Source: an optimization exercise on an open RTL-to-GDS flow (aim: small area, a short achievable clock period and few clock cycles per item). Production flows keep margins and buffers that such runs may drop. Only simulation tests tie the RTL to the original design; equivalence was not proved.

## flow/run.sh

```bash
#!/bin/bash
# synth_recipe.tcl (not shown) runs the flow's synth.tcl, then flattens the netlist and writes it again
# the make line also repeats each setting of config.mk as NAME=value (left out here)
make -C /OpenROAD-flow-scripts/flow DESIGN_CONFIG=/design/flow/config.mk WORK_HOME=/design/flow/orfs CLKGATE_MAP_FILE= SYNTH_SCRIPT=/design/flow/synth_recipe.tcl finish
```

## flow/config.mk

```make
export PLATFORM = sky130hd
export DESIGN_NAME = fp8_block_int8
export DESIGN_NICKNAME = fp8_block_int8
export VERILOG_FILES = /design/flow/design.v
export SDC_FILE = /design/flow/constraint.sdc
export NUM_CORES = 8
export LEC_CHECK = 0
export CAP_MARGIN = 20
export CORE_MARGIN = 2
export CORE_UTILIZATION = 40
export PLACE_DENSITY = 0.6
export SLEW_MARGIN = 20
```

## flow/constraint.sdc

```tcl
create_clock -name core_clock -period 40.0 [get_ports {clk}]
set_input_delay 8.0000 -clock core_clock [delete_from_list [all_inputs] [get_ports {clk}]]
set_output_delay 8.0000 -clock core_clock [all_outputs]
set_load 0.01 [all_outputs]
```

## flow/design.v

```verilog
module bic_draw (
    input  wire [31:0] state,
    output wire [31:0] next_state,
    output wire [31:0] value
);
    function automatic [31:0] advance32(input [31:0] s);
        integer i;
        reg [31:0] x;
        begin
            x = s;
            for (i = 0; i < 32; i = i + 1)
                x = (x >> 1) ^ (x[0] ? 32'h8020_0003 : 32'h0);
            advance32 = x;
        end
    endfunction
    wire [31:0] w0 = next_state ^ (next_state >> 16);
    wire [31:0] w1 = w0 * 32'h2C1B_3C6D;
    assign next_state = advance32(state);
    assign value      = w1 ^ (w1 >> 15);
endmodule
module bic_elem (
    input  wire        sign,
    input  wire [3:0]  sig,
    input  wire [4:0]  shift,      
    input  wire [1:0]  rmode,      
    input  wire [31:0] draw,
    output wire [7:0]  q
);
    wire [39:0] wide = {sig, 36'b0} >> shift;
    wire [7:0]  ip   = wide[39:32];
    wire [31:0] frac = wide[31:0];
    wire [32:0] sr_sum = {1'b0, frac} + {1'b0, draw};
    wire        up_rne = frac[31] & ((|frac[30:0]) | ip[0]);
    wire        up_sr  = sr_sum[32];
    wire        up     = (rmode == 2'd0) ? up_rne :
                         (rmode == 2'd2) ? up_sr  : 1'b0;
    wire [7:0]  mag = ip + {7'b0, up};
    assign q = sign ? (8'd0 - mag) : mag;
endmodule
module fp8_block_int8 (
    input  wire        clk,
    input  wire        rst,
    input  wire        in_valid,
    output wire        in_ready,
    input  wire        in_wr,       
    input  wire [5:0]  in_idx,      
    input  wire [63:0] in_data,     
    input  wire        in_fmt,      
    input  wire [1:0]  in_rmode,    
    input  wire [7:0]  in_scale,    
    input  wire        in_first,    
    output wire        out_valid,
    input  wire        out_ready,
    output wire [63:0] out_data,    
    output wire [7:0]  out_scale,   
    output wire [3:0]  out_fault    
);
    localparam [2047:0] SEED_STATES = {
        32'h5aeeaacc, 32'h17a82c54, 32'h494b81db, 32'hf0251d56, 32'h1ea59256, 32'h3f6d0e8a, 32'h4dff1cc0, 32'hedb80d84,
        32'h1f567ccf, 32'hc9110276, 32'h2018b822, 32'hf4ae9604, 32'h6977b988, 32'h44c786da, 32'h6dfc012a, 32'hc6e7e736,
        32'h1d347a3f, 32'h48ba951c, 32'he6877b54, 32'h9eed372e, 32'h62d9fc9e, 32'h37feeba3, 32'h82ce0558, 32'h2379d67e,
        32'h6b2ced5a, 32'ha5fca182, 32'h880f0202, 32'hc0a45ae2, 32'hfab207b6, 32'h8bc9b2e8, 32'h1442e81e, 32'h451e52b6,
        32'h9f9937fb, 32'h839a17a1, 32'he11f2508, 32'h16acfebd, 32'h3d334ba5, 32'hfb9b1dbc, 32'h4812cd8a, 32'h283c73bd,
        32'h2f9b099a, 32'he03fdeb3, 32'hb1267b9f, 32'hcb0afefc, 32'h825e0887, 32'hb7f7a6c4, 32'he8b06896, 32'h087b9009,
        32'h13a6bf3c, 32'hb582420f, 32'h1625dc7a, 32'h669a7b44, 32'hc788f816, 32'h59cfd1d4, 32'hc534f82a, 32'h7f2cf253,
        32'h0c92b806, 32'h33c7a85f, 32'h27b53de6, 32'h4a91fdf1, 32'h8ac73944, 32'h86cd1857, 32'hcfc1fb9e, 32'h993d6596
    };
    localparam [1:0] S_LOAD = 2'd0, S_CALC = 2'd1, S_OUT = 2'd2;
    reg  [1:0]   st;
    reg  [1:0]   in_beat;
    reg  [1:0]   out_beat;
    reg  [255:0] blk;           
    reg          blk_fmt;
    reg  [1:0]   blk_rmode;
    reg  [7:0]   blk_scale;
    reg          blk_par;       
    reg          last_par;
    reg  [5:0]   emax_r;        
    reg  [7:0]   oscale_r;
    reg  [3:0]   fault_r;
    reg  [2047:0] gen;          
    assign in_ready = (st == S_LOAD);
    wire   in_fire  = in_valid & in_ready;
    reg  [5:0]  eb  [0:31];
    reg  [3:0]  sig [0:31];
    reg  [31:0] nz;
    reg  [31:0] bad;
    integer e;
    always @(*) begin
        for (e = 0; e < 32; e = e + 1) begin
            if (!blk_fmt) begin
                eb[e]  = ((blk[8*e+3 +: 4] == 4'd0) ? 6'd1 : {2'b0, blk[8*e+3 +: 4]}) + 6'd9;
                sig[e] = {blk[8*e+3 +: 4] != 4'd0, blk[8*e +: 3]};
                bad[e] = (blk[8*e +: 7] == 7'h7F);
            end else begin
                eb[e]  = ((blk[8*e+2 +: 5] == 5'd0) ? 6'd1 : {1'b0, blk[8*e+2 +: 5]}) + 6'd1;
                sig[e] = {1'b0, blk[8*e+2 +: 5] != 5'd0, blk[8*e +: 2]};
                bad[e] = (blk[8*e+2 +: 5] == 5'd31);
            end
            nz[e] = (blk[8*e +: 7] != 7'd0);
        end
    end
    reg [191:0] mx;
    reg [5:0]   emax;
    integer w;
    always @(*) begin
        for (e = 0; e < 32; e = e + 1)
            mx[6*e +: 6] = nz[e] ? eb[e] : 6'd0;
        for (w = 16; w >= 1; w = w / 2)
            for (e = 0; e < w; e = e + 1)
                mx[6*e +: 6] = (mx[12*e +: 6] > mx[12*e+6 +: 6]) ? mx[12*e +: 6] : mx[12*e+6 +: 6];
        emax = mx[5:0];
    end
    wire signed [9:0] oscale_full = $signed({2'b0, blk_scale}) + $signed({4'b0, emax}) - 10'sd22;
    reg [3:0] fault_c;
    reg [7:0] oscale_c;
    always @(*) begin
        fault_c  = 4'd0;
        oscale_c = blk_scale;
        if (blk_scale == 8'hFF)
            fault_c = 4'd2;
        else if (|bad)
            fault_c = 4'd3;
        else if (|nz) begin
            if (oscale_full < 0 || oscale_full > 10'sd254)
                fault_c = 4'd4;
            else
                oscale_c = oscale_full[7:0];
        end
        if (fault_c != 4'd0)
            oscale_c = 8'd0;
    end
    wire [2:0]   grp = {blk_par, out_beat};
    wire [255:0] gstate = gen[{grp, 8'b0} +: 256];
    wire [255:0] gnext;
    wire [255:0] gdraw;
    wire [63:0]  qbeat;
    genvar l;
    generate
        for (l = 0; l < 8; l = l + 1) begin : lane
            wire [4:0] ei = {out_beat, l[2:0]};
            wire [7:0] code = blk[8*ei +: 8];
            wire [5:0] k = emax_r - eb[ei];
            wire [5:0] sh = k + 6'd1 - {5'b0, blk_fmt};
            bic_draw u_draw (
                .state      (gstate[32*l +: 32]),
                .next_state (gnext[32*l +: 32]),
                .value      (gdraw[32*l +: 32])
            );
            bic_elem u_elem (
                .sign  (code[7]),
                .sig   (sig[ei]),
                .shift (sh[4:0]),
                .rmode (blk_rmode),
                .draw  (gdraw[32*l +: 32]),
                .q     (qbeat[8*l +: 8])
            );
        end
    endgenerate
    assign out_valid = (st == S_OUT);
    assign out_data  = (fault_r != 4'd0 || emax_r == 6'd0) ? 64'd0 : qbeat;
    assign out_scale = oscale_r;
    assign out_fault = fault_r;
    wire   out_fire  = out_valid & out_ready;
    always @(posedge clk) begin
        if (rst) begin
            st       <= S_LOAD;
            in_beat  <= 2'd0;
            out_beat <= 2'd0;
            last_par <= 1'b1;
            blk_par  <= 1'b0;
            gen      <= SEED_STATES;
        end else begin
            case (st)
                S_LOAD: if (in_fire) begin
                    if (in_wr) begin
                        if (in_data[31:0] != 32'd0)
                            gen[{in_idx, 5'b0} +: 32] <= in_data[31:0];
                    end else begin
                        if (in_beat == 2'd0) begin
                            blk_par  <= in_first ? 1'b0 : ~last_par;
                            last_par <= in_first ? 1'b0 : ~last_par;
                        end
                        in_beat <= in_beat + 2'd1;
                        if (in_beat == 2'd3)
                            st <= S_CALC;
                    end
                end
                S_CALC: st <= S_OUT;
                S_OUT: if (out_fire) begin
                    if (blk_rmode == 2'd2 && fault_r == 4'd0)
                        gen[{grp, 8'b0} +: 256] <= gnext;
                    out_beat <= out_beat + 2'd1;
                    if (out_beat == 2'd3)
                        st <= S_LOAD;
                end
                default: st <= S_LOAD;
            endcase
        end
    end
    always @(posedge clk) begin
        if (in_fire && !in_wr) begin
            blk[64*in_beat +: 64] <= in_data;
            if (in_beat == 2'd0) begin
                blk_fmt   <= in_fmt;
                blk_rmode <= in_rmode;
                blk_scale <= in_scale;
            end
        end
        if (st == S_CALC) begin
            emax_r   <= (|nz) ? emax : 6'd0;
            oscale_r <= oscale_c;
            fault_r  <= fault_c;
        end
    end
endmodule
```

==> impl_metrics.csv <==
group,metric,value,unit
setup_path,endpoint_kind,"output pin",
logic_synthesis,synth_mux_area_frac,0.0692,
drt,drc,0,
floorplanning,core,598000,sq um
finish,layout_common_cells,"3058 x inv_1, 3057 x o21ai_0, 2053 x dfxtp_1, 2036 x ha_1, 1748 x nand2_1",
logic_synthesis,async_flop_share,0,
setup_path,r2r-start,"blk_fmt",
drt,routed_via_density,6.72,
placement,hpwlAfterDp,748000,microns
timing,rsz0062_at_grt,"false",
floorplanning,dieHeight,779,microns
status,run_status,"complete, no violations",
timing,max_freq,33.5,MHz
setup_path,cp_top_family,"XOR/XNOR gates",
logic_synthesis,synth_top_family_by_area,"adder cells",
drt,wl_per_cell,32.4,microns
finish,fin_cells,34600,
floorplanning,start_util,0.402,
clocking,cts.htree.levels,5,
clocking,cts_resized,0,
timing,slew_headroom,0.0339,
logic_synthesis,synthSimpleGateAreaFrac,0.0829,
floorplanning,die_x,779,microns
setup_path,reg2regPathDepth,67,
logic_synthesis,yosys_warnings,6,
logic_synthesis,postSynthAreaPerCell,8.78,sq um
floorplanning,num_io_pins,165,
setup_path,crit_start,"out_beat[1]",
setup_path,cp_slowest_cell,"dfxtp_4",
logic_synthesis,synth-compound-area-share,0.234,
global_route,grt_pass1_vias,220000,
finish,layout_commonest_cell,"inv_1",
timing,tightest_slew,1.44,ns
floorplanning,rows,284,
drt,wl,1120000,microns
logic_synthesis,synth_ff_type,"dfxtp_1",
floorplanning,die-area,607000,sq um
timing,maxSlewViolCount,0,
logic_synthesis,synth_seq_cells,2340,
timing,setup_violations,0,
setup_path,worstPathArrival,21.85,ns
placement,io_buffer_count,163,
clocking,post-cts-setup-buffer-count,0,
clocking,cts.sinks,2340,
setup_path,critical-path-max-stage-delay,0.94,ns
logic_synthesis,syn_area,240000,sq um
global_route,track_usage,0.353,
setup_path,crit_buf_inv,9,
drt,drt-initial-drc-count,37900,
global_route,grt_max_degree,221,
worst_hold_path,hold_path.class,"reg -> reg",
finish,area_growth,8.04,%
clocking,clk_pin_slew_worst_paths,0.06,ns
logic_synthesis,yosysSeqAreaShare,0.207,
logic_synthesis,synth-edff-count,284,
logic_synthesis,synth_fa_ha_area_frac,0.235,
logic_synthesis,syn_inst,27300,
timing,skew,0.129,ns
setup_path,critical_path_depth,67,
timing,fin_crit,29.85,ns
flow_run,cap_violations,0,
drt,vias,233000,
placement,place_inst,33900,
setup_path,critPathMaxFanout,40,
setup_path,cp-start-kind,"flip-flop",
clocking,clock_latency,1.07,ns
timing,min_period_over_period,0.746,
timing,setup_tns,0,ns
timing,final_hold_viol_count,0,
finish,fin_nets,29900,
global_route,antenna_found_initial,107,
logic_synthesis,synth_cell_types,107,
clocking,cts_made_buffers,290,
setup_path,path_common_cell,"fa_1",
finish,fin_util,0.434,
setup_path,reg2reg_slack,23.83,ns
setup_path,cp-endpoint,"out_data[7]",
global_route,grt_overflow,0,
clocking,holdBufCountCts,0,
drt,drt_first_pass_iters,12,
finish,drive_gt1_frac,0.0918,
placement,place_congestion,0.978,
clocking,clock-root-buffer,"clkbuf_16",
setup_path,r2r-end,"oscale_r[4]",
logic_synthesis,synth_xor_area_frac,0.0846,
clocking,cts_max_path_buffers,4,
drt,antenna_left,0,
logic_synthesis,syn_nets,31000,
global_route,grt_pass1_wl,1590000,microns
setup_path,criticalPathCategory,"reg -> out",
clocking,cts_tree,"done",
finish,fill_cells,58100,
setup_path,required,32.00,ns
## Yosys cell counts, types with 326 or more instances
| cell type | instances | area share |
|---|---|---|
| o21ai_0 | 3065 | 0.064 |
| mux4_2 | 446 | 0.042 |
| o22ai_1 | 382 | 0.010 |
| a221o_1 | 528 | 0.022 |
| nand2_1 | 1774 | 0.028 |
| o221a_2 | 326 | 0.015 |
| inv_1 | 3061 | 0.048 |
| xor2_1 | 716 | 0.026 |
| a21oi_1 | 1549 | 0.032 |
| dfxtp_1 | 2056 | 0.17 |
| clkbuf_1 | 1907 | 0.030 |
| nor2_1 | 1578 | 0.025 |
| xnor2_1 | 1283 | 0.047 |
| ha_1 | 2044 | 0.11 |
| mux2i_1 | 401 | 0.017 |
| fa_1 | 1545 | 0.13 |
| a221oi_1 | 1385 | 0.051 |
## state kept, by name, indices dropped and copies added, names as in the netlist
register,cells
blk,256
blk_fmt,1
blk_par,1
blk_rmode,2
blk_scale,8
emax_r,6
fault_r,3
gen,2048
in_beat,2
last_par,1
oscale_r,8
out_beat,2
st,2
## worst min-delay path, cell delays in order, from the launching register on
cell and delay (ns):
dfxtp_1 0.32, a21oi_1 0.05, o21ai_0 0.06
## through the flow
stage	setup slack (ns)	instance area, sq um	hold slack, ns
2_1_floorplan	17.59	240000	0.431
3_3_place_gp	11.79	249000	0.444
3_5_place_dp	11.66	249000	0.454
4_1_cts	10.61	259000	0.469
5_1_grt	9.65	259000	0.493
6_report	10.15	259000	0.469
## metal layers
layer | track usage | vias up | wire length, microns
met2 | 0.499 | 18700 | 450000
met5 | 0.00548 | - | 958
li1 | - | 95800 | -
met3 | 0.137 | 4963 | 164000
met1 | 0.442 | 113000 | 413000
met4 | 0.239 | 66 | 93700
## kinds of logic (layout without fill, tap and decap cells)
| family | Yosys count | count (layout) |
|---|---|---|
| XOR/XNOR | 2140 | 2140 |
| adder cells (fa/ha/maj) | 3589 | 3589 |
| buffers and inverters | 5285 | 4400 |
| other | 1 | 129 |
| AND/OR/NAND/NOR | 4579 | 4579 |
| multiplexers | 973 | 973 |
| AO/OA/AOI/OAI | 8440 | 8440 |
| flip-flops | 2340 | 2340 |
## worst min path at each step
| stage | slack, ns | depth (start not counted) | end | startpoint |
|---|---|---|---|---|
| after global placement | 0.44 | 2 | gen[46] | gen[46] |
| after detailed placement | 0.45 | 2 | last_par | last_par |
| after CTS | 0.47 | 2 | gen[1070] | gen[1070] |
| after floorplan | 0.43 | 2 | gen[1070] | gen[1070] |
| final | 0.47 | 2 | gen[1070] | gen[1070] |
| after global routing | 0.49 | 2 | gen[59] | gen[59] |
## cell type report
class	count	area (sq um)	area share
antenna	128	320	0.00123
clock buffer	410	8380	0.0323
clock inverter	108	1250	0.00482
inverter	3064	11500	0.0444
multi-input combinational	19700	171000	0.660
sequential	2340	49700	0.192
tap	8008	10000	0.0386
timing repair buffer	818	7060	0.0272
Testbench counts, summed over its fixed seeds: cycles 22,504, blocks 2,494.

what the ideal ports hide:
Ports are ideal in the flow. The routed layout listed here was re-timed in OpenROAD.
Step 1 sets driving cells, clkbuf_16 on the clock port and buf_2 on the other inputs (assumed; they add their load-dependent delay and slew).
Step 2 times the ports against the registers' clock, not the clock port: input delays grow and output delays shrink by t, the midpoint of the rising clock arrivals with the driver on.
a / b / c = ideal / step 1 / step 2; a / b = the first two.
t (ns): 1.140
setup WS [ns]: 10.154 / 10.019 / 11.159
latest minus earliest clock arrival (ns): 0.132 / 0.132
After both steps setup and hold are still met in this run. The setup slack of this run moves by -0.135 ns with the drivers and by +1.005 ns with both steps.
